Source: an optimization exercise on an open RTL-to-GDS flow (aim: small area, a short achievable clock period and few clock cycles per item). Production flows keep margins and buffers that such runs may drop.
In this exercise RTL edits were held to simulation tests only and were not proved equivalent to the original.

## v15
==> flow/design.v (excerpt) <==
module qvk_xts_enc (
    input  wire         clk,
    input  wire         rst,
    input  wire [255:0] key1,
    input  wire [255:0] key2,
    input  wire         in_valid,
    output wire         in_ready,
    input  wire         in_first,
    input  wire [127:0] in_tweak,
    input  wire [127:0] in_data,
    output wire         out_valid,
    input  wire         out_ready,
    output wire [127:0] out_data
);
  function [127:0] byte_rev(input [127:0] v);
    integer i;
    for (i = 0; i < 16; i = i + 1)
      byte_rev[127-8*i -: 8] = v[8*i +: 8];
  endfunction
  function [127:0] mul_alpha(input [127:0] t);
    reg [127:0] le;
    begin
      le = byte_rev(t);
      le = {le[126:0], 1'b0} ^ (le[127] ? 128'h87 : 128'h0);
      mul_alpha = byte_rev(le);
    end
  endfunction
  function [127:0] div_alpha(input [127:0] t);
    reg [127:0] le;
    begin
      le = byte_rev(t);
      le = {1'b0, le[127:1]} ^ (le[0] ? {1'b1, 119'h0, 8'h43} : 128'h0);
      div_alpha = byte_rev(le);
    end
  endfunction
  reg         busy;        
  reg [4:0]   pc;          
  reg         xf;          
  reg         p0;          
  reg         ks;          
  ...
Size in the first run: ~7,400 cells after synthesis, roughly 900 I/O pins.
export LEC_CHECK = 0
export CAP_MARGIN = 20
export CORE_MARGIN = 2
export CORE_UTILIZATION = 40
export SETUP_SLACK_MARGIN = 3.6
export SLEW_MARGIN = 20
export SYNTH_HIERARCHICAL = 1
export SYNTH_MINIMUM_KEEP_SIZE = 0
create_clock -name core_clock -period 7.0 [get_ports {clk}]
run.sh (not shown) runs the stock make flow with config.mk's settings and CLKGATE_MAP_FILE= SYNTH_SCRIPT=/design/flow/synth_recipe.tcl, a recipe that flattens the netlist after the stock synthesis.
Testbench counts of v15, summed over its fixed seeds: cycles 65,052, blocks 4,608.
For v32, these inputs were changed with respect to v15:
- a change of SETUP_SLACK_MARGIN from 3.6 to 3.2
[summary]
Summary of v32 over v15: via density per instance rose 0.54%; cell row count has remained practically unchanged. Between v32 and v15, minimum clock period after layout is lower for v15, v32 comes in above that. Layout overhead on the synthesized area ends up higher on v15. The lower post-route worst hold slack came out of v32.
Edits applied to the flow inputs when going from v32 to v24:
- swapping 3.2 for 3.3 in SETUP_SLACK_MARGIN
- swapping 40 for 65 in CORE_UTILIZATION
--- outcome ---
Compared to v32, v24 has total inserted antenna cells 13 lower.
In the reports for v24 and v32, the smaller area overhead of the layout relative to synthesis belongs to v24.
Higher number of buffers created by CTS was reported by v32, not v24.
On v24: post-cts gate resize count is 55% higher than what v32 gave.
Post-route minimum period improves in v24 relative to v32.
Diff v32 -> v24: count of clock-buffer cells in the layout lower, via count higher.
Highest achievable clock rate was lower in the run labelled v32.
Higher final worst slack was reported by v24, not v32.
Looking at cell area, v24 sits 0.85% lower than v32 does.
diff inputs: v24 => v28
- CTS_BUF_LIST: unset -> sky130_fd_sc_hd__clkbuf_4 sky130_fd_sc_hd__clkbuf_8
- CORE_UTILIZATION: 65 -> 55
==> flow/flow/run.sh (new file) <==
#!/bin/bash
# Layout with the standard flow (standard.sh), changed in one way only:
# the input and output ports are buffered with sky130_fd_sc_hd__buf_1
# instead of the clkdlybuf4s50_1 delay cell the resizer picks by default.
# Every port still gets its own buffer. ORFS writes each step's log under
# orfs/logs; the make output as a whole goes to standard.log here.
set -euo pipefail
export BUFFER_PORTS_ARGS="-buffer_cell sky130_fd_sc_hd__buf_1"
bash standard.sh > standard.log 2>&1
==> flow/standard.sh (new file) <==
#!/bin/bash
# synth_recipe.tcl (not shown) runs the flow's synth.tcl, then flattens the netlist and writes it again
# the make line also repeats each setting of config.mk as NAME=value (left out here)
make -C /OpenROAD-flow-scripts/flow DESIGN_CONFIG=/design/flow/config.mk WORK_HOME=/design/flow/orfs CLKGATE_MAP_FILE= SYNTH_SCRIPT=/design/flow/synth_recipe.tcl "${@:-finish}"
removed: flow/run.sh
Results
- Diff v24 -> v28: die area now sits higher; worst setup slack now sits higher; highest achievable clock rate now sits higher.
- Compared to v24, the router laid down more metal wire for v28.
Inputs modified between v28 and v52:
- CTS_BUF_LIST removed (was sky130_fd_sc_hd__clkbuf_4 sky130_fd_sc_hd__clkbuf_8)
- SETUP_SLACK_MARGIN changed from 3.3 to 3.4
Findings:
v52 was carried through to the last stage, and its layout satisfied the timing, design-rule and antenna checks.
Changes observed in v52 relative to v28: first-iteration DRC count increased by about 1.4% relative to the old numbers; antenna cell count went down by 1; worst-case clock skew was more or less identical.
Compared with v28, in v52 deepest level of the CTS H-tree fell 1, xor and xnor fraction of the mapped netlist area about even.

Setup of P:
qvk_xts_enc again, from the RTL that the note above started with.
clock: 7.0 ns
lec_check: 0
cap_margin: 20
core_margin: 2
core_utilization: 40
setup_slack_margin: 3.2
slew_margin: 20
synth_hierarchical: 1
synth_minimum_keep_size: 0
standard.sh (not shown) runs the stock make flow with config.mk's settings and CLKGATE_MAP_FILE= SYNTH_SCRIPT=/design/flow/synth_recipe.tcl, a recipe that flattens the netlist after the stock synthesis.
==> flow/flow/run.sh <==
#!/bin/bash
# Layout with the standard flow (standard.sh), changed in one way only:
# the input and output ports are buffered with sky130_fd_sc_hd__buf_1
# instead of the clkdlybuf4s50_1 delay cell the resizer picks by default.
# Every port still gets its own buffer. ORFS writes each step's log under
# orfs/logs; the make output as a whole goes to standard.log here.
set -euo pipefail
export BUFFER_PORTS_ARGS="-buffer_cell sky130_fd_sc_hd__buf_1"
bash standard.sh > standard.log 2>&1
Testbench counts of P, summed over its fixed seeds: cycles 65,052, blocks 4,608.
#### Input delta (Q over P)
==> flow/run.sh (new file) <==
#!/bin/bash
# synth_recipe.tcl (not shown) runs the flow's synth.tcl, then flattens the netlist and writes it again
# the make line also repeats each setting of config.mk as NAME=value (left out here)
make -C /OpenROAD-flow-scripts/flow DESIGN_CONFIG=/design/flow/config.mk WORK_HOME=/design/flow/orfs CLKGATE_MAP_FILE= SYNTH_SCRIPT=/design/flow/synth_recipe.tcl finish
--- a/flow/config.mk
+++ b/flow/config.mk
@@ -9,4 +9,4 @@
 export CORE_MARGIN = 2
-export CORE_UTILIZATION = 40
-export SETUP_SLACK_MARGIN = 3.2
+export CORE_UTILIZATION = 55
+export SETUP_SLACK_MARGIN = 3.4
 export SLEW_MARGIN = 20
removed: flow/flow/run.sh
removed: flow/standard.sh
==> notes.md <==
Re global-route met1 utilization: Q is 11 points up on P.
Going from P to Q, total wire length after detailed routing -about 8%, fraction of registers with async set or reset after synthesis ~0 delta, core utilization +23 points.
Total track usage for Q: 7.4 points up relative to P
Against P, Q comes in 3.4% lower on number of CTS-inserted buffers.
Summary of Q over P: area after synthesis has remained practically unchanged, final period utilization lower.

-- static timing again, ports no longer ideal --
The flow's constraints put no driver on any port. The routed layouts listed below were extracted and timed again, unchanged, in two steps.
Step 1: set_driving_cell puts a clkbuf_16 on clk and a buf_2 on each other input, an assumption about the parent block.
Step 2 moves the port delays by t, midway between the first and last clock arrival at a register: inputs arrive t later, outputs are due t later. That takes back most of the time a late clock gives input paths.
Three values: ideal ports, drivers, drivers and shift; two values: the first two.
| run | t (ns) | setup slack, ns | worst setup path at the end |
|---|---|---|---|
| v15 | 0.841 | 3.326 / 3.326 / 2.710 | input to register |
| v32 | 0.841 | 3.186 / 3.186 / 2.477 | input to register |
| v24 | 0.781 | 3.216 / 3.243 / 2.489 | input to register |
| v28 | 0.994 | 3.304 / 3.304 / 2.923 | input to register |
| v52 | 0.806 | 3.364 / 3.364 / 2.910 | input to register |
| P | 0.834 | 3.247 / 3.247 / 2.796 | input to register |
| Q | 0.806 | 3.301 / 3.317 / 2.544 | input to register |
After both steps every run listed still meets setup and hold. For Q, which loses most, drivers alone change the setup slack by +0.016 ns; drivers and shift together by -0.757 ns.
